What follows belongs to an exercise in optimizing a design on an open flow for small area, a short achievable clock period and few clock cycles; a production flow would make more cautious choices.
At most, simulation tests tie the RTL to the original design; equivalence was not proved.
No functional check of the RTL was part of runs 1 to 4.
Power figures rest on the tool's default switching activity, not on a simulated workload.

## flow/config.mk

```make
export PLATFORM = sky130hd
export DESIGN_NAME = rs_parity_enc
export DESIGN_NICKNAME = rs_parity_enc
export VERILOG_FILES = /design/flow/design.v
export SDC_FILE = /design/flow/constraint.sdc
export NUM_CORES = 4
export LEC_CHECK = 0
export ABC_CLOCK_PERIOD_IN_PS = 2500
export CAP_MARGIN = 20
export CORE_MARGIN = 2
export CORE_UTILIZATION = 50
export SETUP_SLACK_MARGIN = 4.2
export SLEW_MARGIN = 20
```

## flow/constraint.sdc

```tcl
create_clock -name core_clock -period 7.0 [get_ports {clk}]
set_input_delay 1.4000 -clock core_clock [delete_from_list [all_inputs] [get_ports {clk}]]
set_output_delay 1.4000 -clock core_clock [all_outputs]
set_load 0.01 [all_outputs]
```

## flow/design.v

```verilog
module gf_inv6 (
  input  wire [5:0] x,
  output reg  [7:0] y
);
  always @(*) begin
    case (x)
      6'd1: y = 8'h01;
      6'd2: y = 8'h8E;
      6'd3: y = 8'hF4;
      6'd4: y = 8'h47;
      6'd5: y = 8'hA7;
      6'd6: y = 8'h7A;
      6'd7: y = 8'hBA;
      6'd8: y = 8'hAD;
      6'd9: y = 8'h9D;
      6'd10: y = 8'hDD;
      6'd11: y = 8'h98;
      6'd12: y = 8'h3D;
      6'd13: y = 8'hAA;
      6'd14: y = 8'h5D;
      6'd15: y = 8'h96;
      6'd16: y = 8'hD8;
      6'd17: y = 8'h72;
      6'd18: y = 8'hC0;
      6'd19: y = 8'h58;
      6'd20: y = 8'hE0;
      6'd21: y = 8'h3E;
      6'd22: y = 8'h4C;
      6'd23: y = 8'h66;
      6'd24: y = 8'h90;
      6'd25: y = 8'hDE;
      6'd26: y = 8'h55;
      6'd27: y = 8'h80;
      6'd28: y = 8'hA0;
      6'd29: y = 8'h83;
      6'd30: y = 8'h4B;
      6'd31: y = 8'h2A;
      6'd32: y = 8'h6C;
      6'd33: y = 8'hED;
      6'd34: y = 8'h39;
      6'd35: y = 8'h51;
      6'd36: y = 8'h60;
      6'd37: y = 8'h56;
      6'd38: y = 8'h2C;
      6'd39: y = 8'h8A;
      6'd40: y = 8'h70;
      6'd41: y = 8'hD0;
      6'd42: y = 8'h1F;
      6'd43: y = 8'h4A;
      6'd44: y = 8'h26;
      6'd45: y = 8'h8B;
      6'd46: y = 8'h33;
      6'd47: y = 8'h6E;
      6'd48: y = 8'h48;
      6'd49: y = 8'h89;
      6'd50: y = 8'h6F;
      6'd51: y = 8'h2E;
      6'd52: y = 8'hA4;
      6'd53: y = 8'hC3;
      6'd54: y = 8'h40;
      6'd55: y = 8'h5E;
      6'd56: y = 8'h50;
      6'd57: y = 8'h22;
      6'd58: y = 8'hCF;
      6'd59: y = 8'hA9;
      6'd60: y = 8'hAB;
      6'd61: y = 8'h0C;
      6'd62: y = 8'h15;
      6'd63: y = 8'hE1;
      default: y = 8'h00;
    endcase
  end
endmodule
module gf_xmul (
  input  wire [7:0]  b,
  output wire [63:0] bx
);
  assign bx[7:0] = b;
  genvar n;
  generate
    for (n = 1; n < 8; n = n + 1) begin : g_shift
      assign bx[8*n +: 8] = {bx[8*n-2 -: 7], 1'b0} ^ (bx[8*n-1] ? 8'h1D : 8'h00);
    end
  endgenerate
endmodule
module gf_mul_x (
  input  wire [7:0]  a,
  input  wire [63:0] bx,
  output wire [7:0]  p
);
  assign p = (a[0] ? bx[ 7: 0] : 8'h00) ^ (a[1] ? bx[15: 8] : 8'h00)
           ^ (a[2] ? bx[23:16] : 8'h00) ^ (a[3] ? bx[31:24] : 8'h00)
           ^ (a[4] ? bx[39:32] : 8'h00) ^ (a[5] ? bx[47:40] : 8'h00)
           ^ (a[6] ? bx[55:48] : 8'h00) ^ (a[7] ? bx[63:56] : 8'h00);
endmodule
module rs_parity_enc (
  input  wire        clk,
  input  wire        rst,        
  input  wire [5:0]  cfg_k,      
  input  wire [4:0]  cfg_m,      
  input  wire        in_valid,
  output wire        in_ready,
  input  wire [15:0] in_data,
  output wire        out_valid,
  input  wire        out_ready,
  output wire [15:0] out_data,
  output wire        out_last
);
  localparam LANES = 4;
  localparam SLOTS = 4;
  localparam ROWS  = LANES * SLOTS;
  reg         rdy_q;             
  reg  [4:0]  jn;                
  wire        take     = in_valid && rdy_q;
  wire        first_in = (jn == 5'd0);
  reg  [4:0]  g_km1;             
  reg  [5:0]  g_k;
  reg  [2:0]  g_np;              
  reg  [1:0]  g_npm1;            
  reg  [1:0]  g_ll;              
  reg  [1:0]  g_base;            
  wire        last_in = first_in ? (cfg_k == 6'd1) : (jn == g_km1);
  wire [2:0]  np_cfg  = (cfg_m + 5'd3) >> 2;
  reg         ir_v;
  reg  [15:0] ir_d;
  reg  [4:0]  ir_j;
  reg         ir_first, ir_last;
  reg  [1:0]  ir_p;              
  reg  [5:0]  ir_kp;             
  reg  [1:0]  wr_ptr;            
  reg  [2:0]  free;              
  wire        alloc     = ir_first && (ir_p == 2'd0);
  wire        issue     = ir_v && (g_np != 3'd0) && (!alloc || (free >= g_np));
  wire        last_pass = (ir_p == g_npm1);
  wire        ir_done   = ir_v && ((g_np == 3'd0) || (issue && last_pass));
  wire [1:0]  op_slot   = (alloc ? wr_ptr : g_base) + ir_p;
  reg         c_v;
  reg  [15:0] c_d;
  reg  [7:0]  c_coef [0:LANES-1];
  reg  [1:0]  c_slot;
  reg         c_first, c_lastw, c_slast;
  reg  [1:0]  c_ll;
  wire [7:0]  coef [0:LANES-1];
  genvar l;
  generate
    for (l = 0; l < LANES; l = l + 1) begin : g_coef
      wire [5:0] row_k = ir_kp + l;    
      gf_inv6 u_inv (.x(row_k ^ {1'b0, ir_j}), .y(coef[l]));
    end
  endgenerate
  reg  [15:0] acc [0:ROWS-1];
  reg  [SLOTS-1:0] s_rdy;            
  reg  [SLOTS-1:0] s_last;           
  reg  [1:0]  s_ll [0:SLOTS-1];      
  wire [63:0] dx_lo, dx_hi;
  gf_xmul u_xlo (.b(c_d[7:0]),  .bx(dx_lo));
  gf_xmul u_xhi (.b(c_d[15:8]), .bx(dx_hi));
  wire [15:0] upd [0:LANES-1];
  generate
    for (l = 0; l < LANES; l = l + 1) begin : g_mac
      wire [15:0] prod;
      gf_mul_x u_lo (.a(c_coef[l]), .bx(dx_lo), .p(prod[7:0]));
      gf_mul_x u_hi (.a(c_coef[l]), .bx(dx_hi), .p(prod[15:8]));
      wire [15:0] old = acc[c_slot * LANES + l];
      assign upd[l] = (c_first ? 16'h0000 : old) ^ prod;
    end
  endgenerate
  reg         ov, ol;
  reg  [15:0] od;
  reg  [1:0]  rd_slot;
  reg  [1:0]  rd_lane;
  wire        out_go   = s_rdy[rd_slot] && (!ov || out_ready);
  wire        rd_end   = (rd_lane == s_ll[rd_slot]);
  wire        freed    = out_go && rd_end;
  assign in_ready  = rdy_q;
  assign out_valid = ov;
  assign out_data  = od;
  assign out_last  = ol;
  wire        alloc_now = issue && alloc;
  reg         rdy_n;
  always @(*) begin
    if (take) begin
      if (first_in)
        rdy_n = (cfg_m == 5'd0) ||
                (np_cfg == 3'd1 && !alloc_now && (free != 3'd0));
      else
        rdy_n = (g_np == 3'd0) || (g_np == 3'd1);
    end else if (ir_v && !ir_done) begin
      if (issue)
        rdy_n = (ir_p + 2'd1 == g_npm1);
      else
        rdy_n = last_pass && (!alloc || (free >= g_np));
    end else begin
      rdy_n = 1'b1;
    end
  end
  integer q;
  always @(posedge clk) begin
    if (take) begin
      ir_d     <= in_data;
      ir_j     <= jn;
      ir_first <= first_in;
      ir_last  <= last_in;
      ir_kp    <= first_in ? cfg_k : g_k;
      if (first_in) begin
        g_k    <= cfg_k;
        g_km1  <= cfg_k[4:0] - 5'd1;
        g_np   <= np_cfg;
        g_npm1 <= np_cfg[1:0] - 2'd1;
        g_ll   <= cfg_m[1:0] - 2'd1;
      end
    end else if (issue) begin
      ir_kp    <= ir_kp + 6'd4;
    end
    if (issue) begin
      c_d     <= ir_d;
      for (q = 0; q < LANES; q = q + 1)
        c_coef[q] <= coef[q];
      c_slot  <= op_slot;
      c_first <= ir_first;
      c_lastw <= ir_last;
      c_slast <= last_pass;
      c_ll    <= last_pass ? g_ll : 2'd3;
      if (alloc)
        g_base <= wr_ptr;
    end
    if (c_v) begin
      for (q = 0; q < LANES; q = q + 1)
        acc[c_slot * LANES + q] <= upd[q];
      if (c_lastw) begin
        s_last[c_slot] <= c_slast;
        s_ll[c_slot]   <= c_ll;
      end
    end
    if (out_go) begin
      od <= acc[rd_slot * LANES + rd_lane];
      ol <= s_last[rd_slot] && rd_end;
    end
    if (rst) begin
      rdy_q   <= 1'b1;
      jn      <= 5'd0;
      ir_v    <= 1'b0;
      ir_p    <= 2'd0;
      c_v     <= 1'b0;
      wr_ptr  <= 2'd0;
      free    <= 3'd4;
      rd_slot <= 2'd0;
      rd_lane <= 2'd0;
      ov      <= 1'b0;
      s_rdy   <= {SLOTS{1'b0}};
    end else begin
      rdy_q <= rdy_n;
      if (take)
        jn <= last_in ? 5'd0 : jn + 5'd1;
      ir_v <= take || (ir_v && !ir_done);
      if (take)
        ir_p <= 2'd0;
      else if (issue)
        ir_p <= last_pass ? 2'd0 : ir_p + 2'd1;
      c_v  <= issue;
      if (alloc_now)
        wr_ptr <= wr_ptr + g_np[1:0];
      free <= free - (alloc_now ? g_np : 3'd0) + (freed ? 3'd1 : 3'd0);
      for (q = 0; q < SLOTS; q = q + 1) begin
        if (c_v && c_lastw && c_slot == q)
          s_rdy[q] <= 1'b1;
        else if (freed && rd_slot == q)
          s_rdy[q] <= 1'b0;
      end
      if (out_go) begin
        ov <= 1'b1;
        if (rd_end) begin
          rd_lane <= 2'd0;
          rd_slot <= rd_slot + 2'd1;
        end else begin
          rd_lane <= rd_lane + 2'd1;
        end
      end else if (out_ready) begin
        ov <= 1'b0;
      end
    end
  end
endmodule
```

## flow/run.sh

```bash
#!/bin/bash
# synth_recipe.tcl (not shown) runs the flow's synth.tcl, then flattens the netlist and writes it again
# the make line also repeats each setting of config.mk as NAME=value (left out here)
make -C /OpenROAD-flow-scripts/flow DESIGN_CONFIG=/design/flow/config.mk WORK_HOME=/design/flow/orfs CLKGATE_MAP_FILE= SYNTH_SCRIPT=/design/flow/synth_recipe.tcl finish
```

==> results of run 1 <==
==> kinds of logic (layout without fill, tap and decap cells) <==
group | after synthesis | count (layout) | share of synthesized area, %
other | 0 | 1 | 0
AND/OR/NAND/NOR | 877 | 877 | 12.5
AO/OA/AOI/OAI | 339 | 339 | 7.52
flip-flops | 417 | 417 | 41.1
adder cells (fa/ha/maj) | 67 | 67 | 2.84
XOR/XNOR | 604 | 611 | 18.8
multiplexers | 196 | 196 | 13.4
buffers and inverters | 281 | 337 | 3.80
==> sequential cells by signal (all words and copies together) (netlist names), 5 cells and up, named ones only <==
register,flops
ir_j,5
jn,5
s_ll,8
ir_d,16
c_d,16
od,16
g_km1,5
acc,256
ir_kp,6
g_k,6
c_coef,32
==> repair_timing <==
action / in CTS / in global routing
endpoints found under the setup margin: 472 / 207
pin swaps: 17 / 20
gates resized for setup: 93 / 80
gates cloned: 4 / 7
setup buffers: 36 / 36
==> power by group <==
part / switching, mW / leakage [nW] / internal, mW
clock: 1.05 / 0.763 / 1.44
combinational: 4.08 / 7.28 / 2.94
sequential: 0.247 / 3.78 / 3.91
==> synth_stat cells, drive strengths merged (11+ instances only) <==
cell type,n
nand2,583
xnor2,469
edfxtp,389
mux4,159
clkbuf,143
xor2,121
nor2,105
a21oi,79
buf,79
o21ai,78
ha,66
inv,59
nand2b,56
nor2b,36
nand3,35
dfxtp,28
a211oi,27
o211ai,26
mux2,19
mux2i,18
nor3,15
o22ai,14
a31oi,13
o221ai,12
a22oi,11
xnor3,11
==> cell type report <==
| cell class | count | area [um2] |
|---|---|---|
| clock inverters | 27 | 317 |
| fillers | 4859 | 24900 |
| diodes | 1 | 2.50 |
| flip-flops and latches | 417 | 12300 |
| clock buffers | 58 | 1260 |
| repair buffers | 193 | 1780 |
| multi-input cells | 2090 | 17200 |
| well taps | 773 | 967 |
| inverters | 59 | 254 |
==> critical path, delay by kind of cell (launching register included) <==
| family | cells | cell delay (ps) |
|---|---|---|
| XOR/XNOR | 2 | 340 |
| AND/OR/NAND/NOR | 3 | 620 |
| buffers and inverters | 2 | 80 |
| flip-flops | 1 | 400 |
| adder cells (fa/ha/maj) | 4 | 990 |
| AO/OA/AOI/OAI | 3 | 450 |
==> how the worst max path moves through the flow <==
stage	endpoint	slack [ps]	cells after the start
3_3_place_gp	free[2]	2330	14
6_report	free[2]	3990	14
2_1_floorplan	free[2]	3340	13
3_5_place_dp	free[2]	2340	14
4_1_cts	free[2]	3990	13
5_1_grt	free[2]	3870	14
==> placed cells by master, fill, tap and decap left out, drive strengths merged, types with 27 or more instances in the layout <==
cell           instances
xnor2                471
a21oi                 79
dfxtp                 28
buf                  142
edfxtp               389
inv                   57
nor2                 105
ha                    66
nor2b                 36
a211oi                27
nand2b                56
clkdlybuf4s50         29
xor2                 122
o21ai                 78
clkbuf                60
mux4                 159
nand2                583
nand3                 35
==> routing by layer <==
metal	vias up	GRT usage [%]	part of all wire, %
met3	204	4.25	8.0
met4	0	10.6	3.9
met2	1029	45.1	48
met5	-	0	0
met1	10900	38.0	40
li1	9839	-	-
==> flow_summary.yaml, run 1 <==
logic_synthesis:
  synthFlopType: "edfxtp_1"
  synth_fp_nets: 2879
  synth_area_um2: 29800
  ys_seq_elements: 417
  synth_cell_types: 74
  async_reset_ff_share_pct: 0
  avgSynthCellArea_um2: 10.7
  netlist_top_cells_area: "edfxtp_1 (39%), xnor2_1 (14%), mux4_2 (12%), nand2_1 (7.4%), xor2_1 (3.4%)"
  yosysTopAreaCell: "edfxtp_1"
  yosys_warnings: 4
  synth_top_area_share_pct: 39.2
  postSynthCellCount: 2781
  synth_edf_count: 389
  ys_seq_area_share_pct: 41.1
timing:
  report.final.setup_viol: 0
  worst_pin_slew_ps: 1230
  finalCriticalPeriod_ps: 3010
  drv_slew: 0
  hold_ws_ps: 417
  setup_ws_ps: 3990
  final_hold_viol_count: 0
  relSlewSlack_pct: 17.8
  post-route-period-util_pct: 42.9
  tns_ps: 0
  skew_ps: 26.4
  fmax_mhz: 333
  rsz0062_at_grt: "yes"
worst_setup_path:
  rr_endpoint: "free[2]"
  slowest_delay_ps: 400
  regToRegSetupSlack_ps: 3990
  crit_path_start: "g_np[0]"
  crit_chain: "ha_1, nand2b_4, a21o_1, a21o_1, and3_4, ha_4, inv_4, ha_4, inv_2, fa_2, xor2_2, xnor2_1, a21oi_1, or3_1"
  cp_slowest_cell: "edfxtp_1"
  crit_path_max_fanout: 3
  critical_path_class: "register to register"
  rr_startpoint: "g_np[0]"
  endpoint_kind: "register"
  reg2reg_depth: 14
  startpoint_type: "register"
  worstPathRequired_ps: 7500
  cp_data_arrival_time_ps: 3510
final_layout:
  final_nets: 2906
  post-route-util_pct: 57.8
  final_area_um2: 34000
  fin_cells: 3618
  syn2layout_area_growth_pct: 14.4
  drive_above_1_share_pct: 18.4
detailed_routing:
  wirelength_mm: 86.0
  drc: 0
  num_vias: 22000
  ant_nets: 0
  drtIter0Drc: 2145
  drt_first_pass_iters: 5
  wl_per_cell_um: 23.8
  routed_via_density: 6.07
clock_tree:
  clockBufferDepth: 3
  cts_tree: "done"
  cts_hold_buf: 0
  htree_num_levels: 2
  root_buffer: "clkbuf_16"
  cts_buffers: 47
  path_clk_slew_ps: 60
  clock_latency_ps: 620
  cts.sinks: 417
placed_design:
  dp_hpwl_mm: 52.6
  routabilityCongestion: 0.928
  place_area_um2: 30900
  dpl.cell_count: 3448
  place_ws_ps: 2340
  portBuffers: 49
power:
  pwr_density_cell_nw_per_um2: 402
  total_power_mw: 13.7
  cellLeakagePower_nw: 11.8
  ir_worst_vdd_mv: 0.224
global_routing:
  grt_util_all_layers_pct: 27.9
  gr-total-overflow: 0
  grt_pass1_wl_mm: 130
  antenna_found_initial: 1
  grt_max_degree: 68
  grt_pass1_vias: 21300
run:
  maxCapViolations: 0
die:
  design.core.area_um2: 58900
  die_w_um: 248
  placementRows: 89
  num_io_pins: 50
  fp.dieArea_um2: 61500
  die_h_um: 248
  initial_core_util_pct: 50.5
worst_hold_path:
  hold_class: "register to register"
  min-delay-start: "ir_d[11]"
  min_path_cells: 0
  holdPathEnd: "c_d[11]"
outcome:
  status: "complete, no violations"
==> run 2: changes to the inputs <==
==> flow/config.mk (replaced) <==
export PLATFORM = sky130hd
export DESIGN_NAME = rs_parity_enc
export DESIGN_NICKNAME = rs_parity_enc
export VERILOG_FILES = /design/flow/design.v
export SDC_FILE = /design/flow/constraint.sdc
export NUM_CORES = 4
export LEC_CHECK = 0
export ABC_CLOCK_PERIOD_IN_PS = 3000
export CAP_MARGIN = 20
export CORE_MARGIN = 2
export CORE_UTILIZATION = 30
export SETUP_SLACK_MARGIN = 4
export SLEW_MARGIN = 20
==> run 2 against run 1 <==
Compared with the run above: still clean on timing, DRC and antenna; clock-buffer cell count shrank 1; first-iteration DRC count rose by 13%; synthesized cell count unchanged; clock skew increased by 1.0 ps; core utilization is 24 points lower; register-to-register slack hardly changed; combinational power down 5.1%; hold slack worse by 5.3 ps; cell area shrank 1.1%; routed wire length is 2.1% lower.
==> flow_summary.yaml, run 2 <==
logic_synthesis:
  yosysTopAreaCell: "edfxtp_1"
  synth_edf_count: 389
  synth_fp_nets: 2879
  netlist_top_cells_area: "edfxtp_1 (39%), xnor2_1 (14%), mux4_2 (12%), nand2_1 (7.4%), xor2_1 (3.4%)"
  synthFlopType: "edfxtp_1"
  yosysMostFrequentCell: "nand2_1"
  yosys_warnings: 4
  synth_area_um2: 29800
  ys_seq_elements: 417
  synth_top_area_share_pct: 39.2
  synth_cell_types: 74
  async_reset_ff_share_pct: 0
  postSynthCellCount: 2781
  avgSynthCellArea_um2: 10.7
  ys_top_cells_by_count: "nand2_1 (583), xnor2_1 (464), edfxtp_1 (389)"
  ys_seq_area_share_pct: 41.1
worst_setup_path:
  cp_slowest_cell: "edfxtp_1"
  reg2reg_depth: 14
  rr_endpoint: "free[2]"
  crit_family: "adder cells"
  cp_data_arrival_time_ps: 3480
  rr_startpoint: "g_np[0]"
  path_buf_inv: 2
  slowest_delay_ps: 400
  critical_path_class: "register to register"
  worstPathRequired_ps: 7460
  startpoint_type: "register"
  endpoint_kind: "register"
  regToRegSetupSlack_ps: 3980
  crit_chain: "ha_1, nand2b_1, a21o_1, a21o_1, and3_4, ha_4, inv_4, ha_4, inv_2, fa_2, xor2_2, xnor2_1, and3_1, or3_1"
  crit_path_max_fanout: 3
run:
  maxCapViolations: 0
clock_tree:
  clock_latency_ps: 580
  root_buffer: "clkbuf_16"
  cts_tree: "done"
  htree_num_levels: 2
  clockBufferDepth: 3
  cts_hold_buf: 0
  cts.sinks: 417
  path_clk_slew_ps: 60
  cts_buffers: 47
placed_design:
  routabilityCongestion: 0.875
  place_ws_ps: 2370
  dp_hpwl_mm: 52.9
  place_area_um2: 31500
  portBuffers: 49
global_routing:
  grt_max_degree: 68
  gr-total-overflow: 0
  grt_pass1_vias: 20800
  antenna_found_initial: 0
  grt_util_all_layers_pct: 16.3
  grt_pass1_wl_mm: 129
final_layout:
  num_antenna_cells: 0
  num-fill-cells: 9805
  largest_reg_flops: 256
  drive_above_1_share_pct: 15.9
  syn2layout_area_growth_pct: 13.1
  layout_commonest_cell: "nand2_1"
  reg.largest.list: "acc: 256 flops, c_coef: 32 flops"
  final_cell_mix: "nand2_1 (581), xnor2_1 (459), edfxtp_1 (389), mux4_2 (159)"
  regMostFlops: "acc"
  final_nets: 2874
  final_area_um2: 33700
timing:
  worst_pin_slew_ps: 1210
  relSlewSlack_pct: 19.4
  setup_ws_ps: 3980
  finalCriticalPeriod_ps: 3020
  post-route-period-util_pct: 43.1
  rsz0062_at_grt: "yes"
  tns_ps: 0
  final_hold_viol_count: 0
  fmax_mhz: 331
  drv_slew: 0
  report.final.setup_viol: 0
  skew_ps: 27.4
die:
  fp.dieArea_um2: 102000
  placementRows: 115
  die_h_um: 319
  num_io_pins: 50
  design.core.area_um2: 98400
  initial_core_util_pct: 30.2
  die_w_um: 319
detailed_routing:
  ant_nets: 0
  num_vias: 21200
  wl_per_cell_um: 20.5
  drtIter0Drc: 2427
  drc: 0
  drt_first_pass_iters: 6
  routed_via_density: 5.18
  wirelength_mm: 84.2
power:
  ir_worst_vdd_mv: 0.155
  pwr_density_cell_nw_per_um2: 392
  total_power_mw: 13.2
  cellLeakagePower_nw: 11.4
worst_hold_path:
  hold_class: "register to register"
  min_path_cells: 0
  min-delay-start: "ir_d[0]"
  holdPathEnd: "c_d[0]"
outcome:
  status: "complete, no violations"
==> run 2: cell count changes in the layout (fill, tap and decap cells not counted), sizes merged, moves of 2 or more <==
cell / delta
clkdlybuf4s50: +19
bufinv: -2
buf: -27
xnor3: -3
clkinv: +4
dlygate4sd2: -19
==> run 2: worst max path at each step <==
| stage | startpoint | end | slack [ps] | cells past startpoint |
|---|---|---|---|---|
| after floorplan | out_ready | free[2] | 3340 | 13 |
| after global placement | out_ready | free[2] | 2340 | 14 |
| after detailed placement | out_ready | free[2] | 2370 | 14 |
| after CTS | out_ready | free[2] | 3790 | 14 |
| after global routing | s_ll[3][1] | free[2] | 3840 | 13 |
| final | g_np[0] | free[2] | 3980 | 14 |
==> run 2: what timing repair did <==
action,CTS,global route
endpoints found under the setup margin,348,95
pin swaps,5,8
hold endpoints to repair,0,0
buffers inserted,19,33
cloned,2,1
resized for setup,22,37
==> run 2: layout make-up <==
class | instances | area, um2 | share of cell area, %
repair buffers | 166 | 1460 | 4.32
well taps | 1287 | 1610 | 4.78
clock buffers | 57 | 1210 | 3.60
inverters | 59 | 256 | 0.762
multi-input cells | 2085 | 16700 | 49.5
flip-flops and latches | 417 | 12200 | 36.4
clock inverters | 29 | 211 | 0.628
==> run 2: metrics by stage <==
stage | hold slack, ps | cells | utilization, %
floorplan | 400 | 2781 | -
global placement | 405 | 3958 | 32.0
detailed placement | 405 | 3958 | 32.0
CTS | 417 | 4065 | 33.8
global route | 424 | 4100 | 34.2
finish | 412 | 4100 | 34.2
==> run 2: per-layer routing <==
metal | routed length (um) | GRT usage (%)
met1 | 34200 | 21.6
met4 | 2530 | 5.17
met3 | 6490 | 2.41
met2 | 41000 | 27.5
met5 | 0 | 0
==> run 2: cell families (layout without fill, tap and decap cells) <==
family | after synthesis | in the layout | synth area share [%]
xor gates and xnor gates | 604 | 606 | 18.8
DFF | 417 | 417 | 41.1
muxes | 196 | 196 | 13.4
AOI/OAI and AO/OA | 339 | 339 | 7.52
and+or+nand+nor | 877 | 877 | 12.5
buffers and inverters | 281 | 311 | 3.80
adders and majority gates | 67 | 67 | 2.84
==> run 2: where the power goes <==
| part | leakage (nW) | total (mW) | internal [mW] | switching, mW |
|---|---|---|---|---|
| Clock | 0.704 | 2.30 | 1.31 | 0.992 |
| Combinational | 6.89 | 6.66 | 2.76 | 3.91 |
| Sequential | 3.78 | 4.22 | 3.91 | 0.309 |
| Total | 11.4 | 13.2 | 7.98 | 5.21 |
==> run 3: changes to the inputs <==
--- a/flow/design.v
+++ b/flow/design.v
@@ -129,11 +129,11 @@
   reg  [5:0]  ir_kp;             
   reg  [1:0]  wr_ptr;            
   reg  [2:0]  free;              
-  wire        alloc     = ir_first && (ir_p == 2'd0);
-  wire        issue     = ir_v && (g_np != 3'd0) && (!alloc || (free >= g_np));
+  wire        alloc     = ir_first;      
+  wire        issue     = ir_v && (g_np != 3'd0) && (!alloc || (free != 3'd0));
   wire        last_pass = (ir_p == g_npm1);
   wire        ir_done   = ir_v && ((g_np == 3'd0) || (issue && last_pass));
-  wire [1:0]  op_slot   = (alloc ? wr_ptr : g_base) + ir_p;
+  wire [1:0]  op_slot   = alloc ? wr_ptr : g_base + ir_p;
   reg         c_v;
   reg  [15:0] c_d;
   reg  [7:0]  c_coef [0:LANES-1];
@@ -187,9 +187,9 @@
         rdy_n = (g_np == 3'd0) || (g_np == 3'd1);
     end else if (ir_v && !ir_done) begin
       if (issue)
-        rdy_n = (ir_p + 2'd1 == g_npm1);
+        rdy_n = (ir_p + 2'd1 == g_npm1) && (!alloc || (free >= 3'd2));
       else
-        rdy_n = last_pass && (!alloc || (free >= g_np));
+        rdy_n = last_pass && (free != 3'd0);
     end else begin
       rdy_n = 1'b1;
     end
@@ -221,7 +221,7 @@
       c_lastw <= ir_last;
       c_slast <= last_pass;
       c_ll    <= last_pass ? g_ll : 2'd3;
-      if (alloc)
+      if (alloc && ir_p == 2'd0)
         g_base <= wr_ptr;
     end
     if (c_v) begin
@@ -259,8 +259,8 @@
         ir_p <= last_pass ? 2'd0 : ir_p + 2'd1;
       c_v  <= issue;
       if (alloc_now)
-        wr_ptr <= wr_ptr + g_np[1:0];
-      free <= free - (alloc_now ? g_np : 3'd0) + (freed ? 3'd1 : 3'd0);
+        wr_ptr <= wr_ptr + 2'd1;
+      free <= free - (alloc_now ? 3'd1 : 3'd0) + (freed ? 3'd1 : 3'd0);
       for (q = 0; q < SLOTS; q = q + 1) begin
         if (c_v && c_lastw && c_slot == q)
           s_rdy[q] <= 1'b1;
==> flow/config.mk (replaced) <==
export PLATFORM = sky130hd
export DESIGN_NAME = rs_parity_enc
export DESIGN_NICKNAME = rs_parity_enc
export VERILOG_FILES = /design/flow/design.v
export SDC_FILE = /design/flow/constraint.sdc
export NUM_CORES = 4
export LEC_CHECK = 0
export ABC_CLOCK_PERIOD_IN_PS = 2800
export CAP_MARGIN = 20
export CORE_MARGIN = 2
export CORE_UTILIZATION = 40
export SETUP_SLACK_MARGIN = 4.4
export SLEW_MARGIN = 20
==> run 3 against run 2 <==
Compared with the run above: total power is 14% higher; sequential power increased by 4%; critical path depth fell by 5; routed wire length is 7.1% higher; sequential share of layout area fell by 1.7 points; global-route usage grew 6.3 points.
==> flow_summary.yaml, run 3 <==
logic_synthesis:
  synth_top_area_share_pct: 39.2
  yosysMostFrequentCell: "nand2_1"
  synth_edf_count: 389
  ys_seq_area_share_pct: 41.1
  async_reset_ff_share_pct: 0
  yosysTopAreaCell: "edfxtp_1"
  synth_fp_nets: 2877
  synth_area_um2: 29800
  avgSynthCellArea_um2: 10.7
  synthFlopType: "edfxtp_1"
  ys_seq_elements: 417
  synth_cell_types: 71
  ys_top_cells_by_count: "nand2_1 (559), xnor2_1 (469), edfxtp_1 (389)"
  postSynthCellCount: 2784
  netlist_top_cells_area: "edfxtp_1 (39%), xnor2_1 (14%), mux4_2 (12%), nand2_1 (7.0%), xor2_1 (2.9%)"
  yosys_warnings: 4
final_layout:
  largest_reg_flops: 256
  num-fill-cells: 6665
  post-route-util_pct: 47.7
  syn2layout_area_growth_pct: 18.6
  drive_above_1_share_pct: 23.1
  layout_commonest_cell: "nand2_1"
  reg.largest.list: "acc: 256 flops, c_coef: 32 flops"
  final_cell_mix: "nand2_1 (550), xnor2_1 (424), edfxtp_1 (389), mux4_2 (161), buf_4 (143)"
  regMostFlops: "acc"
  final_nets: 2962
die:
  design.core.area_um2: 74100
  die_w_um: 277
  placementRows: 100
  num_io_pins: 50
  die_h_um: 277
  initial_core_util_pct: 40.2
  fp.dieArea_um2: 76700
timing:
  drv_slew: 0
  worst_pin_slew_ps: 1260
  skew_ps: 25.3
  post-route-period-util_pct: 38.8
  finalCriticalPeriod_ps: 2720
  fmax_mhz: 368
  report.final.setup_viol: 0
  hold_ws_ps: 413
  tns_ps: 0
  setup_ws_ps: 4280
  rsz0062_at_grt: "yes"
  final_hold_viol_count: 0
  relSlewSlack_pct: 15.8
clock_tree:
  cts_buffers: 45
  cts_tree: "done"
  cts.sinks: 417
  htree_num_levels: 2
  root_buffer: "clkbuf_16"
  clock_latency_ps: 590
  clockBufferDepth: 3
  path_clk_slew_ps: 70
worst_setup_path:
  worstPathRequired_ps: 7420
  slowest_delay_ps: 480
  endpoint_kind: "register"
  startpoint_type: "register"
  cp_slowest_cell: "edfxtp_1"
  cp_data_arrival_time_ps: 3130
  crit_chain: "buf_4, ha_4, nand2_2, xnor2_2, buf_6, nand2_1, and3_1, o311a_1, a311oi_2"
  critical_path_class: "register to register"
  crit_path_max_fanout: 29
global_routing:
  antenna_found_initial: 1
  grt_util_all_layers_pct: 22.6
  gr-total-overflow: 0
  grt_max_degree: 65
  grt_pass1_wl_mm: 135
  grt_pass1_vias: 22300
detailed_routing:
  routed_via_density: 5.79
  drtIter0Drc: 2343
  ant_nets: 0
  num_vias: 22400
  drc: 0
  wl_per_cell_um: 23.3
  wirelength_mm: 90.1
  drt_first_pass_iters: 6
power:
  pwr_density_cell_nw_per_um2: 424
  total_power_mw: 15.0
  ir_worst_vdd_mv: 0.206
  cellLeakagePower_nw: 12.2
placed_design:
  place_ws_ps: 2960
  routabilityCongestion: 0.849
  dp_hpwl_mm: 52.4
  portBuffers: 49
worst_hold_path:
  hold_class: "register to register"
outcome:
  status: "complete, no violations"
run:
  maxCapViolations: 0
[run 3: cell count changes in the layout (fill, tap and decap cells not counted), sizes merged, moves of 14 or more]
cell and delta:
buf +95, o21ai +28, nand2 -24, clkdlybuf4s50 -19, xor2 -16, clkinvlp +14
[run 3: power breakdown]
group	switching, mW	leakage [nW]	internal (mW)
registers	0.316	3.78	4.05
logic	4.66	7.72	3.64
clock network	0.999	0.696	1.33
total	5.98	12.2	9.01
[run 3: repair_timing]
item | in CTS | in global routing
gates cloned | 14 | 4
setup endpoints to repair | 581 | 223
gates resized for setup | 216 | 115
pin swaps | 25 | 27
buffers inserted | 82 | 45
hold buffers | 0 | 0
[run 3: per-layer routing]
layer | up-vias | wire [um] | part of all wire, % | global-route usage [%]
li1 | 9991 | - | - | -
met3 | 263 | 7370 | 8.2 | 3.13
met5 | - | 0 | 0 | 0
met4 | 0 | 3570 | 4.0 | 8.47
met2 | 1191 | 43400 | 48 | 38.1
met1 | 11000 | 35800 | 40 | 29.7
[run 3: kinds of logic (layout without fill, tap and decap cells)]
group                    count (synthesis)  count (layout)  synth area share (%)
multiplexers                           194             194                  13.3
other                                    0               1                     0
AND/OR/NAND/NOR                        865             865                  12.4
adder cells (fa/ha/maj)                 62              62                  2.63
XOR/XNOR                               598             599                  18.7
AO/OA/AOI/OAI                          364             364                  7.92
buffers and inverters                  284             400                  3.95
flip-flops                             417             417                  41.1
[run 3: metrics by stage]
step                      cell area, um2  instances
final                              35300       3871
after global routing               35300       3870
after CTS                          34300       3820
after global placement             31300       3644
after detailed placement           31300       3645
after floorplan                    30100       2784
[run 3: worst max-delay path: cells and delay by family, from the launching register on]
kind / cells / cell delay [ps]
AO/OA/AOI/OAI: 2 / 540
XOR/XNOR: 1 / 150
adder cells (fa/ha/maj): 1 / 180
buffers and inverters: 2 / 460
flip-flops: 1 / 480
AND/OR/NAND/NOR: 3 / 710
[run 3: area by class of cell]
class,count,area (um2),area share [%]
inverter,62,317,0.896
multi-input combinational,2084,17500,49.6
timing repair buffer,252,2520,7.14
timing repair inverter,7,51.3,0.145
antenna,1,2.50,0.00708
clock inverter,25,244,0.690
sequential,417,12300,34.7
clock buffer,54,1190,3.37
tap,969,1210,3.43
[run 3: path summary, 6_finish.rpt]
| check | startpoint | end | slack (ps) | cells after the start |
|---|---|---|---|---|
| max | ir_kp[1] | c_coef[1][4] | 4280 | 9 |
| min | ir_d[8] | c_d[8] | 410 | 0 |
| max reg2reg | ir_kp[1] | c_coef[1][4] | 4280 | 9 |
| min reg2reg | ir_d[8] | c_d[8] | 410 | 0 |
==> run 4: changes to the inputs <==
==> flow/config.mk (replaced) <==
export PLATFORM = sky130hd
export DESIGN_NAME = rs_parity_enc
export DESIGN_NICKNAME = rs_parity_enc
export VERILOG_FILES = /design/flow/design.v
export SDC_FILE = /design/flow/constraint.sdc
export NUM_CORES = 4
export LEC_CHECK = 0
export ABC_CLOCK_PERIOD_IN_PS = 2500
export CAP_MARGIN = 20
export CORE_MARGIN = 2
export CORE_UTILIZATION = 30
export SETUP_SLACK_MARGIN = 5
export SLEW_MARGIN = 20
==> run 4 against run 3 <==
Compared with the run above: highest routed layer is now met5; largest cell class unchanged; via count is 13% higher; setup slack better by 82 ps; total power is 23% higher; critical path type unchanged; routed wire length is 24% higher; critical endpoint unchanged; clock power is 4% higher; flip-flop and latch count stayed put; still clean.
==> flow_summary.yaml, run 4 <==
outcome:
  status: "complete, no violations"
placed_design:
  portBuffers: 49
  place_area_um2: 32600
  routabilityCongestion: 0.888
  dp_hpwl_mm: 53.5
worst_setup_path:
  endpoint_kind: "register"
  crit_chain: "buf_4, xor2_2, buf_6, xnor2_2, buf_6, mux4_2, nand2_2, o311a_1, a311oi_2"
  cp_common_cell: "buf_6"
  crit_path_max_fanout: 24
  rr_startpoint: "ir_kp[3]"
  worstPathRequired_ps: 7320
  slowest_delay_ps: 540
  crit_path_start: "ir_kp[3]"
  startpoint_type: "register"
  reg2reg_depth: 9
  critical_path_class: "register to register"
  path_buf_inv: 3
  rr_endpoint: "c_coef[1][4]"
  crit_end: "c_coef[1][4]"
  cp_slowest_cell: "mux4_2"
  crit_family: "buffers and inverters"
  regToRegSetupSlack_ps: 4360
  cp_data_arrival_time_ps: 2960
  crit_cells: 9
clock_tree:
  htree_num_levels: 2
  clock_latency_ps: 610
  root_buffer: "clkbuf_16"
  cts_tree: "done"
  cts_hold_buf: 0
  clockBufferDepth: 3
  cts_buffers: 47
  path_clk_slew_ps: 60
  cts.sinks: 417
logic_synthesis:
  ys_seq_elements: 417
  synth_top_area_share_pct: 39.2
  synth_cell_types: 71
  netlist_top_cells_area: "edfxtp_1 (39%), xnor2_1 (14%), mux4_2 (12%), nand2_1 (7.0%), xor2_1 (2.9%)"
  yosysMostFrequentCell: "nand2_1"
  synth_fp_nets: 2877
  ys_seq_area_share_pct: 41.1
  yosys_warnings: 4
  synth_area_um2: 29800
  async_reset_ff_share_pct: 0
  avgSynthCellArea_um2: 10.7
  synthFlopType: "edfxtp_1"
  yosysTopAreaCell: "edfxtp_1"
  synth_edf_count: 389
  ys_top_cells_by_count: "nand2_1 (559), xnor2_1 (469), edfxtp_1 (389)"
  postSynthCellCount: 2784
die:
  num_io_pins: 50
  design.core.area_um2: 98400
  placementRows: 115
  die_h_um: 319
  fp.dieArea_um2: 102000
  initial_core_util_pct: 30.3
  die_w_um: 319
timing:
  drv_slew: 0
  finalCriticalPeriod_ps: 2640
  skew_ps: 22.2
  fmax_mhz: 379
  post-route-period-util_pct: 37.7
  rsz0062_at_grt: "yes"
  relSlewSlack_pct: 42.6
  final_hold_viol_count: 0
  tns_ps: 0
  report.final.setup_viol: 0
  worst_pin_slew_ps: 859
global_routing:
  grt_util_all_layers_pct: 20.1
  grt_max_degree: 67
  antenna_found_initial: 1
  grt_pass1_vias: 24100
  grt_pass1_wl_mm: 156
  gr-total-overflow: 0
final_layout:
  final_area_um2: 43700
  multi_input_area_um2: 21400
  num_antenna_cells: 0
  reg.largest.list: "acc: 256 flops, c_coef: 32 flops"
  syn2layout_area_growth_pct: 46.5
  post-route-util_pct: 44.4
  layout_commonest_cell: "nand2_1"
  final_cell_mix: "nand2_1 (443), edfxtp_1 (389), buf_4 (271), xnor2_1 (224), xnor2_2 (199)"
  seq_area_um2: 12300
  drive_above_1_share_pct: 43.7
  final_nets: 3265
  num-fill-cells: 8516
  largest_reg_flops: 256
  regMostFlops: "acc"
power:
  pwr_density_cell_nw_per_um2: 424
  ir_worst_vdd_mv: 0.212
  cellLeakagePower_nw: 16.2
detailed_routing:
  routed_via_density: 5.62
  drt_first_pass_iters: 7
  ant_nets: 0
  wirelength_mm: 112
  num_vias: 25300
  drtIter0Drc: 3515
  drc: 0
  wl_per_cell_um: 24.9
worst_hold_path:
  hold_class: "register to register"
  min_path_cells: 0
run:
  maxCapViolations: 0
run 4: worst register-to-register path: stages (launching register included):
cell and delay, ps:
edfxtp_1 520, buf_4 200, xor2_2 130, buf_6 240, xnor2_2 160, buf_6 270
mux4_2 550, nand2_2 80, o311a_1 180, a311oi_2 50
run 4: what timing repair did:
action,in CTS,in global routing
cloned,49,14
setup buffers,309,70
resized for setup,697,337
pin swaps,237,233
setup endpoints to repair,683,471
run 4: layout make-up:
class / instances / area share [%]
Tap cell: 1287 / 3.69
Clock inverter: 21 / 0.481
Sequential cell: 417 / 28.1
Timing Repair inverter: 5 / 0.0802
Multi-Input combinational cell: 2094 / 49.0
Timing Repair Buffer: 545 / 14.9
Inverter: 62 / 0.868
Clock buffer: 62 / 2.89
run 4: kinds of logic (layout without fill, tap and decap cells):
group / count (synthesis) / after routing / share of synthesized area, %
compound gates: 364 / 364 / 7.92
xor+xnor: 598 / 603 / 18.7
fa+ha+maj: 62 / 62 / 2.63
buf+inv: 284 / 695 / 3.95
flops: 417 / 417 / 41.1
mux: 194 / 194 / 13.3
simple gates: 865 / 871 / 12.4
run 4: metrics by stage:
| step | power [mW] | worst slack [ps] | hold WS (ps) | cells |
|---|---|---|---|---|
| floorplan | 10.0 | 3900 | 400 | 2784 |
| global placement | 11.7 | 2910 | 401 | 3968 |
| detailed placement | 11.8 | 2910 | 408 | 3968 |
| CTS | 17.0 | 4360 | 422 | 4409 |
| global route | 19.2 | 4270 | 430 | 4493 |
| finish | 18.5 | 4360 | 421 | 4493 |
run 4: worst min path at each step:
stage	end	startpoint
finish	c_d[11]	ir_d[11]
floorplan	c_d[0]	ir_d[0]
global route	c_d[5]	ir_d[5]
global placement	c_d[12]	ir_d[12]
CTS	c_d[0]	ir_d[0]
detailed placement	c_d[0]	ir_d[0]
run 4: power breakdown:
| part | internal, mW | switching [mW] | leakage [nW] |
|---|---|---|---|
| combinational | 5.66 | 6.22 | 11.7 |
| clock | 1.38 | 1.03 | 0.726 |
| sequential | 4.05 | 0.154 | 3.79 |
| total | 11.1 | 7.40 | 16.2 |
run 4: per-layer routing:
layer	GRT usage, %	vias up	wire, um
met1	26.5	12400	42000
met4	8.91	2	7020
li1	-	10600	-
met5	0	-	14
met2	31.6	1698	50900
met3	4.24	486	12200
==> run 5: changes to the inputs <==
--- a/flow/design.v
+++ b/flow/design.v
@@ -111,8 +111,8 @@
   localparam ROWS  = LANES * SLOTS;
   reg         rdy_q;             
   reg  [4:0]  jn;                
+  reg         first_in;          
   wire        take     = in_valid && rdy_q;
-  wire        first_in = (jn == 5'd0);
   reg  [4:0]  g_km1;             
   reg  [5:0]  g_k;
   reg  [2:0]  g_np;              
@@ -212,18 +212,16 @@
     end else if (issue) begin
       ir_kp    <= ir_kp + 6'd4;
     end
-    if (issue) begin
-      c_d     <= ir_d;
-      for (q = 0; q < LANES; q = q + 1)
-        c_coef[q] <= coef[q];
-      c_slot  <= op_slot;
-      c_first <= ir_first;
-      c_lastw <= ir_last;
-      c_slast <= last_pass;
-      c_ll    <= last_pass ? g_ll : 2'd3;
-      if (alloc && ir_p == 2'd0)
-        g_base <= wr_ptr;
-    end
+    c_d     <= ir_d;
+    for (q = 0; q < LANES; q = q + 1)
+      c_coef[q] <= coef[q];
+    c_slot  <= op_slot;
+    c_first <= ir_first;
+    c_lastw <= ir_last;
+    c_slast <= last_pass;
+    c_ll    <= last_pass ? g_ll : 2'd3;
+    if (issue && alloc && ir_p == 2'd0)
+      g_base <= wr_ptr;
     if (c_v) begin
       for (q = 0; q < LANES; q = q + 1)
         acc[c_slot * LANES + q] <= upd[q];
@@ -239,6 +237,7 @@
     if (rst) begin
       rdy_q   <= 1'b1;
       jn      <= 5'd0;
+      first_in <= 1'b1;
       ir_v    <= 1'b0;
       ir_p    <= 2'd0;
       c_v     <= 1'b0;
@@ -250,8 +249,10 @@
       s_rdy   <= {SLOTS{1'b0}};
     end else begin
       rdy_q <= rdy_n;
-      if (take)
-        jn <= last_in ? 5'd0 : jn + 5'd1;
+      if (take) begin
+        jn       <= last_in ? 5'd0 : jn + 5'd1;
+        first_in <= last_in;
+      end
       ir_v <= take || (ir_v && !ir_done);
       if (take)
         ir_p <= 2'd0;
==> flow/config.mk (replaced) <==
export PLATFORM = sky130hd
export DESIGN_NAME = rs_parity_enc
export DESIGN_NICKNAME = rs_parity_enc
export VERILOG_FILES = /design/flow/design.v
export SDC_FILE = /design/flow/constraint.sdc
export NUM_CORES = 4
export LEC_CHECK = 0
export CAP_MARGIN = 20
export CORE_MARGIN = 2
export CORE_UTILIZATION = 40
export SETUP_SLACK_MARGIN = 4.0
export SLEW_MARGIN = 20
==> run 5 against run 4 <==
Compared with the run above: still clean; core utilization grew 0.66 points; sequential power grew about 10%; global-route usage grew 2.3 points; setup slack lost 270 ps; total power shrank 17%; sequential share of layout area grew 8.2 points; clock power shrank 2%; hold slack lost 87 ps; area after synthesis shrank 2.6%; critical endpoint is now out_valid.
==> flow_summary.yaml, run 5 <==
final_layout:
  largest_reg_flops: 256
  final_cell_mix: "nand2_1 (568), xnor2_1 (448), edfxtp_1 (334), mux4_2 (162), xor2_1 (125)"
  reg.largest.list: "acc: 256 flops, c_coef: 32 flops"
  final_nets: 2801
  fin_cells: 3697
  num_antenna_cells: 0
  syn2layout_area_growth_pct: 11.1
  regMostFlops: "acc"
  final_area_um2: 32300
  layout_commonest_cell: "nand2_1"
  drive_above_1_share_pct: 14.5
  post-route-util_pct: 45.0
clock_tree:
  clockBufferDepth: 3
  cts_buffers: 47
  cts_hold_buf: 0
  htree_num_levels: 2
  root_buffer: "clkbuf_16"
  clock_latency_ps: 610
  cts_tree: "done"
  cts.sinks: 416
  path_clk_slew_ps: 60
detailed_routing:
  drt_first_pass_iters: 7
  wirelength_mm: 83.2
  routed_via_density: 5.70
  ant_nets: 0
  drtIter0Drc: 1846
  wl_per_cell_um: 22.5
  drc: 0
  num_vias: 21100
logic_synthesis:
  synthXorXnorAreaFrac_pct: 19.6
  synth_area_um2: 29000
  yosysTopAreaCell: "edfxtp_1"
  ys_seq_area_share_pct: 40.2
  synth_top_family_by_area: "XOR/XNOR gates"
  ys_seq_elements: 416
  synth_cell_types: 72
  yosys_warnings: 4
  yosysMostFrequentCell: "nand2_1"
  ys_top_cells_by_count: "nand2_1 (570), xnor2_1 (454), edfxtp_1 (334)"
  synthMuxAreaShare_pct: 13.6
  synth_simple_gate_area_share_pct: 12.6
  avgSynthCellArea_um2: 10.6
  synth_compound_area_share_pct: 7.50
  synthFlopType: "edfxtp_1"
  postSynthCellCount: 2741
  synth_top_area_share_pct: 34.6
  yosys.area_share.adder_pct: 2.69
  async_reset_ff_share_pct: 0
  netlist_top_cells_area: "edfxtp_1 (35%), xnor2_1 (14%), mux4_2 (13%), nand2_1 (7.4%), dfxtp_1 (5.7%)"
  synth_edf_count: 334
  synth_fp_nets: 2833
placed_design:
  dp_hpwl_mm: 51.2
  portBuffers: 49
  routabilityCongestion: 0.885
  dpl.cell_count: 3590
  place_area_um2: 30400
power:
  pwr_density_cell_nw_per_um2: 475
  cellLeakagePower_nw: 10.9
  ir_worst_vdd_mv: 0.211
die:
  die_h_um: 273
  fp.dieArea_um2: 74700
  design.core.area_um2: 71600
  initial_core_util_pct: 40.5
  placementRows: 98
  num_io_pins: 50
  die_w_um: 273
worst_setup_path:
  slowest_delay_ps: 550
  rr_startpoint: "ir_kp[0]"
  crit_chain: "clkdlybuf4s50_1"
  crit_path_start: "ov"
  regToRegSetupSlack_ps: 4130
  path_buf_inv: 1
  endpoint_kind: "primary output"
  critical_path_class: "register to primary output"
  cp_data_arrival_time_ps: 1510
  crit_path_max_fanout: 2
  startpoint_type: "register"
  crit_family: "buffers and inverters"
  worstPathRequired_ps: 5600
  cp_slowest_cell: "clkdlybuf4s50_1"
timing:
  fmax_mhz: 344
  drv_slew: 0
  finalCriticalPeriod_ps: 2910
  tns_ps: 0
  skew_ps: 24.0
  rsz0062_at_grt: "yes"
  worst_pin_slew_ps: 1160
  final_hold_viol_count: 0
  hold_ws_ps: 334
  post-route-period-util_pct: 41.6
  relSlewSlack_pct: 22.5
  report.final.setup_viol: 0
global_routing:
  gr-total-overflow: 0
  grt_util_all_layers_pct: 22.4
  grt_pass1_wl_mm: 129
  grt_max_degree: 67
  antenna_found_initial: 0
  grt_pass1_vias: 21600
worst_hold_path:
  hold_class: "register to register"
  min-delay-start: "ir_d[3]"
outcome:
  status: "complete, no violations"
run:
  maxCapViolations: 0
==> run 5: cell count changes after synthesis, sizes merged, moves of 9 or more <==
cell	delta
xor2	+29
nand2b	+10
nor2b	-10
dfxtp	+54
xnor2	-18
nand2	+11
edfxtp	-55
nor2	-18
o221ai	-9
buf	-17
clkbuf	+15
o21ai	-26
==> run 5: routing by layer <==
metal,vias to the layer above,global-route usage [%],wire length [um]
met5,-,0,0
met4,0,9.03,3180
met3,204,3.39,6200
met2,928,37.3,39900
met1,10400,29.2,33900
li1,9529,-,-
==> run 5: cells by family (layout without fill, tap and decap cells) <==
logic type | Yosys count | in the layout
DFF | 416 | 416
xor gates and xnor gates | 609 | 609
AOI/OAI and AO/OA | 331 | 331
buffers and inverters | 278 | 284
adders and majority gates | 62 | 62
muxes | 190 | 190
and+or+nand+nor | 855 | 855
==> run 5: final timing paths <==
check             depth (start not counted)           end
hold reg to reg                           0        c_d[3]
hold / removal                            0        c_d[3]
setup / recovery                          1     out_valid
setup reg to reg                         10  c_coef[1][4]
==> run 5: where the power goes <==
part	leakage [nW]	total, mW	internal [mW]	switching, mW
Clock	0.741	2.38	1.33	1.05
Sequential	3.73	4.62	4.28	0.346
Combinational	6.48	8.32	3.37	4.96
==> run 5: metrics by stage <==
step	power, mW	setup WS (ps)
2_1_floorplan	10.7	3890
3_3_place_gp	12.6	2940
3_5_place_dp	12.8	2960
4_1_cts	15.3	4020
5_1_grt	16.2	3900
6_report	15.3	4090
==> run 5: final cells by class <==
class / instances / area (um2)
Sequential cell: 416 / 11700
Clock inverter: 27 / 198
Multi-Input combinational cell: 2047 / 16400
Clock buffer: 60 / 1300
Timing Repair inverter: 1 / 7.51
Tap cell: 950 / 1190
Inverter: 58 / 234
Fill cell: 6602 / 39400
Timing Repair Buffer: 138 / 1220
==> run 5: timing repair <==
| action | in CTS | in global routing |
|---|---|---|
| resized for setup | 15 | 16 |
| buffers inserted | 17 | 0 |
| gates cloned | 2 | 0 |
| setup endpoints to repair | 291 | 119 |
| pin swaps | 2 | 0 |
| hold endpoints to repair | 0 | 0 |
Testbench counts of run 5, summed over its fixed seeds: cycles 87,735.
==> run 6: changes to the inputs <==
--- a/flow/config.mk
+++ b/flow/config.mk
@@ -8,5 +8,5 @@
 export CAP_MARGIN = 20
 export CORE_MARGIN = 2
 export CORE_UTILIZATION = 40
-export SETUP_SLACK_MARGIN = 4.0
+export SETUP_SLACK_MARGIN = 4.6
 export SLEW_MARGIN = 20
==> run 6 against run 5 <==
Compared with the run above: non-clock buffer count grew 123; sequential power grew 2%; critical path depth grew 9; register-to-register slack gained 320 ps; synthesized cell count is the same; clock skew is essentially flat; fmax grew 14%; via count grew 4.3%; sequential share of layout area shrank 3.6 points; area after synthesis is the same; clock power grew 7%.
==> flow_summary.yaml, run 6 <==
global_routing:
  grt_pass1_wl_mm: 131
  antenna_found_initial: 1
  grt_pass1_vias: 21400
  grt_util_all_layers_pct: 23.0
  gr-total-overflow: 0
  grt_max_degree: 68
die:
  num_io_pins: 50
  die_w_um: 273
  placementRows: 98
  design.core.area_um2: 71600
  initial_core_util_pct: 40.5
  die_h_um: 273
  fp.dieArea_um2: 74700
logic_synthesis:
  synthFlopType: "edfxtp_1"
  async_reset_ff_share_pct: 0
  yosysTopAreaCell: "edfxtp_1"
  synth_top_area_share_pct: 34.6
  postSynthCellCount: 2741
  synth_cell_types: 72
  ys_seq_area_share_pct: 40.2
  ys_top_cells_by_count: "nand2_1 (570), xnor2_1 (454), edfxtp_1 (334)"
  synth_edf_count: 334
  synth_fp_nets: 2833
  synth_area_um2: 29000
  yosysMostFrequentCell: "nand2_1"
  avgSynthCellArea_um2: 10.6
  ys_seq_elements: 416
  netlist_top_cells_area: "edfxtp_1 (35%), xnor2_1 (14%), mux4_2 (13%), nand2_1 (7.4%), dfxtp_1 (5.7%)"
  yosys_warnings: 4
clock_tree:
  path_clk_slew_ps: 60
  root_buffer: "clkbuf_16"
  cts_tree: "done"
  cts_buffers: 48
  clockBufferDepth: 3
  cts.sinks: 416
  htree_num_levels: 2
  clock_latency_ps: 610
placed_design:
  place_area_um2: 30600
  dpl.cell_count: 3586
  portBuffers: 49
  dp_hpwl_mm: 51.3
  routabilityCongestion: 0.854
worst_setup_path:
  crit_path_max_fanout: 5
  worstPathRequired_ps: 7490
  crit_path_start: "ir_kp[1]"
  critical_path_class: "register to register"
  rr_startpoint: "ir_kp[1]"
  cp_data_arrival_time_ps: 3040
  rr_endpoint: "c_coef[1][4]"
  regToRegSetupSlack_ps: 4450
  endpoint_kind: "register"
  reg2reg_depth: 10
  startpoint_type: "register"
power:
  pwr_density_cell_nw_per_um2: 479
  ir_worst_vdd_mv: 0.221
  cellLeakagePower_nw: 12.5
final_layout:
  fin_cells: 3831
  layout_commonest_cell: "nand2_1"
  drive_above_1_share_pct: 26.8
  final_nets: 2933
  final_area_um2: 35800
  reg.largest.list: "acc: 256 flops, c_coef: 32 flops"
  num_antenna_cells: 0
  largest_reg_flops: 256
  regMostFlops: "acc"
  post-route-util_pct: 50.1
  final_cell_mix: "nand2_1 (561), xnor2_1 (382), edfxtp_1 (334), mux4_2 (162), buf_4 (127)"
  num-fill-cells: 6197
  syn2layout_area_growth_pct: 23.5
detailed_routing:
  ant_nets: 0
  drtIter0Drc: 2116
  wl_per_cell_um: 23.6
  wirelength_mm: 90.3
  drc: 0
  num_vias: 22000
  routed_via_density: 5.74
  drt_first_pass_iters: 8
run:
  maxCapViolations: 0
worst_hold_path:
  holdPathEnd: "c_d[1]"
  min-delay-start: "ir_d[1]"
  hold_class: "register to register"
  min_path_cells: 0
timing:
  post-route-period-util_pct: 36.5
  skew_ps: 23.6
  fmax_mhz: 392
  relSlewSlack_pct: 20.1
  worst_pin_slew_ps: 1200
  drv_slew: 0
  hold_ws_ps: 342
  report.final.setup_viol: 0
  tns_ps: 0
  final_hold_viol_count: 0
  rsz0062_at_grt: "yes"
  finalCriticalPeriod_ps: 2550
outcome:
  status: "complete, no violations"
==> run 6: cell counts after synthesis <==
No cell type changed its count.
==> run 6: how the worst max path moves through the flow <==
stage | end | slack [ps]
after floorplan | free[1] | 3890
after global placement | free[2] | 2940
after detailed placement | free[1] | 2920
after CTS | out_data[3] | 4400
after global routing | c_coef[1][5] | 4360
final | c_coef[1][4] | 4450
==> run 6: final cells by class <==
| class | count | area, um2 | area share, % |
|---|---|---|---|
| repair buffers | 261 | 2780 | 7.76 |
| clock inverters | 36 | 363 | 1.01 |
| well taps | 950 | 1190 | 3.32 |
| repair inverters | 3 | 25.0 | 0.0698 |
| flip-flops and latches | 416 | 11700 | 32.7 |
| inverters | 58 | 318 | 0.887 |
| clock buffers | 54 | 1240 | 3.47 |
| multi-input cells | 2053 | 18200 | 50.8 |
==> run 6: timing repair <==
item	in CTS	in global routing
buffers inserted	79	54
hold buffers	0	0
pin swaps	40	86
gates resized for setup	274	232
cloned	12	10
setup endpoints to repair	576	330
==> run 6: metal layers <==
| layer | track usage, % | vias up | share of wire, % |
|---|---|---|---|
| met3 | 3.57 | 259 | 7.9 |
| li1 | - | 9797 | - |
| met5 | 0 | - | 0 |
| met4 | 8.67 | 0 | 5.1 |
| met1 | 30.4 | 10800 | 40 |
| met2 | 38.0 | 1124 | 47 |
==> run 6: critical path, stage by stage, from the launching register on <==
cell	delay, ps
edfxtp_1	480
inv_2	100
ha_4	330
xor2_4	220
buf_12	180
clkinv_16	60
ha_4	170
mux4_2	460
nor2_2	100
a31oi_1	50
a221oi_1	280
==> run 6: logic make-up (layout without fill, tap and decap cells) <==
kind of cell	Yosys count	count (layout)	share of synthesized area (%)
muxes	190	190	13.6
and+or+nand+nor	855	857	12.6
xor gates and xnor gates	609	613	19.6
adders and majority gates	62	62	2.69
AOI/OAI and AO/OA	331	331	7.50
buffers and inverters	278	412	3.85
DFF	416	416	40.2
==> run 6: where the power goes <==
part,leakage [nW],internal (mW),switching [mW]
Sequential,3.73,4.27,0.416
Clock,0.787,1.48,1.06
Combinational,7.99,4.34,5.58
==> run 6: metrics by stage <==
stage                     total power [mW]  setup WS, ps
final                                 17.2          4450
after global routing                  17.9          4360
after CTS                             16.1          4400
after detailed placement              12.9          2920
after global placement                12.7          2940
after floorplan                       10.8          3890
==> run 7: changes to the inputs <==
--- a/flow/config.mk
+++ b/flow/config.mk
@@ -8,5 +8,5 @@
 export CAP_MARGIN = 20
 export CORE_MARGIN = 2
 export CORE_UTILIZATION = 40
-export SETUP_SLACK_MARGIN = 4.6
+export SETUP_SLACK_MARGIN = 4.4
 export SLEW_MARGIN = 20
==> run 7 against run 6 <==
Compared with the run above: cell area is 6.0% lower; routed wire length decreased by 3.9%; core utilization down 3.0 points; via count decreased by 2.4%; combinational power down 9.9%; synthesized cell count unchanged; critical path depth fell by 1; critical path type unchanged; largest cell class unchanged; largest power group unchanged.
==> flow_summary.yaml, run 7 <==
logic_synthesis:
  synth_cell_types: 72
  ys_seq_elements: 416
  avgSynthCellArea_um2: 10.6
  synth_area_um2: 29000
  synth_edf_count: 334
  netlist_top_cells_area: "edfxtp_1 (35%), xnor2_1 (14%), mux4_2 (13%), nand2_1 (7.4%), dfxtp_1 (5.7%)"
  async_reset_ff_share_pct: 0
  yosysMostFrequentCell: "nand2_1"
  yosys_warnings: 4
  synth_fp_nets: 2833
  synth_top_area_share_pct: 34.6
  ys_top_cells_by_count: "nand2_1 (570), xnor2_1 (454), edfxtp_1 (334)"
  synthFlopType: "edfxtp_1"
  postSynthCellCount: 2741
  yosysTopAreaCell: "edfxtp_1"
  ys_seq_area_share_pct: 40.2
final_layout:
  final_nets: 2882
  final_cell_mix: "nand2_1 (566), xnor2_1 (420), edfxtp_1 (334), mux4_2 (162), buf_4 (123)"
  multi_input_area_um2: 17100
  num_antenna_cells: 0
  syn2layout_area_growth_pct: 16.1
  reg.largest.list: "acc: 256 flops, c_coef: 32 flops"
  drive_above_1_share_pct: 20.5
  layout_commonest_cell: "nand2_1"
  seq_area_um2: 11700
  largest_reg_flops: 256
  num-fill-cells: 6532
  regMostFlops: "acc"
worst_setup_path:
  worstPathRequired_ps: 7500
  slowest_delay_ps: 450
  critical_path_class: "register to register"
  crit_chain: "buf_4, xor2_4, clkinv_1, buf_12, ha_4, mux4_2, nor2_1, a31oi_1, a221oi_1"
  regToRegSetupSlack_ps: 4360
  endpoint_kind: "register"
  crit_path_max_fanout: 22
  cp_data_arrival_time_ps: 3140
  cp_slowest_cell: "edfxtp_1"
  startpoint_type: "register"
die:
  fp.dieArea_um2: 74700
  num_io_pins: 50
  die_h_um: 273
  design.core.area_um2: 71600
  die_w_um: 273
  initial_core_util_pct: 40.5
  placementRows: 98
worst_hold_path:
  hold_class: "register to register"
clock_tree:
  cts_tree: "done"
  cts.sinks: 416
  cts_buffers: 47
  root_buffer: "clkbuf_16"
  clock_latency_ps: 600
  clockBufferDepth: 3
  htree_num_levels: 2
  path_clk_slew_ps: 60
  cts_hold_buf: 0
timing:
  drv_slew: 0
  rsz0062_at_grt: "yes"
  setup_ws_ps: 4360
  hold_ws_ps: 337
  finalCriticalPeriod_ps: 2640
  relSlewSlack_pct: 25.8
  post-route-period-util_pct: 37.7
  skew_ps: 19.9
  final_hold_viol_count: 0
  worst_pin_slew_ps: 1110
  report.final.setup_viol: 0
  fmax_mhz: 379
  tns_ps: 0
global_routing:
  grt_pass1_wl_mm: 130
  grt_pass1_vias: 21300
  grt_util_all_layers_pct: 22.7
  gr-total-overflow: 0
  grt_max_degree: 65
  antenna_found_initial: 0
detailed_routing:
  drtIter0Drc: 2283
  drt_first_pass_iters: 5
  wirelength_mm: 86.8
  drc: 0
  wl_per_cell_um: 23.0
  routed_via_density: 5.69
  ant_nets: 0
  num_vias: 21500
power:
  pwr_density_cell_nw_per_um2: 475
  cellLeakagePower_nw: 11.6
  ir_worst_vdd_mv: 0.212
placed_design:
  dp_hpwl_mm: 52.3
  portBuffers: 49
  place_ws_ps: 2910
  routabilityCongestion: 0.853
outcome:
  status: "complete, no violations"
run:
  maxCapViolations: 0
run 7: cell counts after synthesis:
No cell type changed its count.
run 7: per-layer routing:
metal  global-route usage (%)  up-vias  wire [um]
li1                         -     9694          -
met4                     8.10        0       3200
met2                     38.8      945      42400
met5                        0        -          0
met3                     3.07      190       5960
met1                     29.6    10600      35200
run 7: timing repair:
item,4_1_cts,5_1_grt
hold endpoints to repair,0,0
buffers inserted,59,30
endpoints found under the setup margin,546,246
gates cloned,7,6
gates resized for setup,158,107
pin swaps,17,10
run 7: per-stage QoR:
stage / util, % / total power, mW / cells / cell area [um2]
after floorplan: - / 10.7 / 2741 / 29200
after global placement: 42.5 / 12.6 / 3588 / 30500
after detailed placement: 42.5 / 12.8 / 3588 / 30500
after CTS: 45.9 / 15.5 / 3737 / 32900
after global routing: 47.1 / 16.8 / 3774 / 33700
final: 47.1 / 16.0 / 3774 / 33700
run 7: worst max-delay path: cells and delay by family, from the launching register on:
family / cells / cell delay [ps]
XOR/XNOR: 1 / 270
multiplexers: 1 / 450
AO/OA/AOI/OAI: 2 / 370
AND/OR/NAND/NOR: 1 / 130
adder cells (fa/ha/maj): 1 / 170
flip-flops: 1 / 450
buffers and inverters: 3 / 690
run 7: logic make-up after synthesis:
logic type	after synthesis	synth area share, %
xor gates and xnor gates	609	19.6
AOI/OAI and AO/OA	331	7.50
DFF	416	40.2
and+or+nand+nor	855	12.6
buffers and inverters	278	3.85
muxes	190	13.6
adders and majority gates	62	2.69
run 7: layout make-up:
type | instances | area share [%]
multi-input combinational | 2051 | 50.7
sequential | 416 | 34.7
timing repair buffer | 213 | 5.79
clock buffer | 59 | 3.86
tap | 950 | 3.53
inverter | 58 | 0.798
clock inverter | 24 | 0.557
timing repair inverter | 3 | 0.0557
run 7: final timing paths:
| path | from | endpoint | cells after the start |
|---|---|---|---|
| hold reg to reg | ir_d[5] | c_d[5] | 0 |
| hold / removal | ir_d[5] | c_d[5] | 0 |
| setup / recovery | ir_kp[0] | c_coef[1][4] | 9 |
| setup reg to reg | ir_kp[0] | c_coef[1][4] | 9 |
run 7: power breakdown:
group | internal, mW | switching [mW] | leakage (nW)
combinational | 3.76 | 5.18 | 7.16
sequential | 4.28 | 0.406 | 3.73
clock | 1.36 | 1.03 | 0.738

re-timing with driven ports:
The flow's constraints put no driver on any port. The routed layouts listed below were extracted and timed again, unchanged, in two steps. Step 1 sets driving cells, clkbuf_16 on the clock port and buf_2 on the other inputs (assumed; they add their load-dependent delay and slew). Step 2 adds t to the input delays and takes it off the output delays; t is the mean of the earliest and latest rising clock arrival at the registers after step 1. Input paths then give back, and output paths get back, about the clock's delay inside the block. Slacks: ideal / step 1 / step 2; pairs: ideal / step 1.
| run | shift t [ns] | setup slack, ns | worst hold slack (ns) |
|---|---|---|---|
| run 1 | 0.671 | 3.994 / 3.994 / 3.382 | 0.417 / 0.417 / 0.417 |
| run 2 | 0.637 | 3.983 / 3.983 / 3.408 | 0.412 / 0.412 / 0.412 |
| run 3 | 0.644 | 4.283 / 4.283 / 3.876 | 0.413 / 0.413 / 0.413 |
| run 4 | 0.661 | 4.364 / 4.352 / 3.978 | 0.421 / 0.421 / 0.421 |
| run 5 | 0.659 | 4.091 / 4.026 / 3.562 | 0.334 / 0.334 / 0.334 |
| run 6 | 0.658 | 4.448 / 4.383 / 3.937 | 0.342 / 0.342 / 0.342 |
| run 7 | 0.658 | 4.359 / 4.359 / 3.830 | 0.337 / 0.337 / 0.337 |
After both steps every run listed still meets setup and hold. For run 1, which loses most, drivers alone change the setup slack by 0.000 ns; drivers and shift together by -0.612 ns.
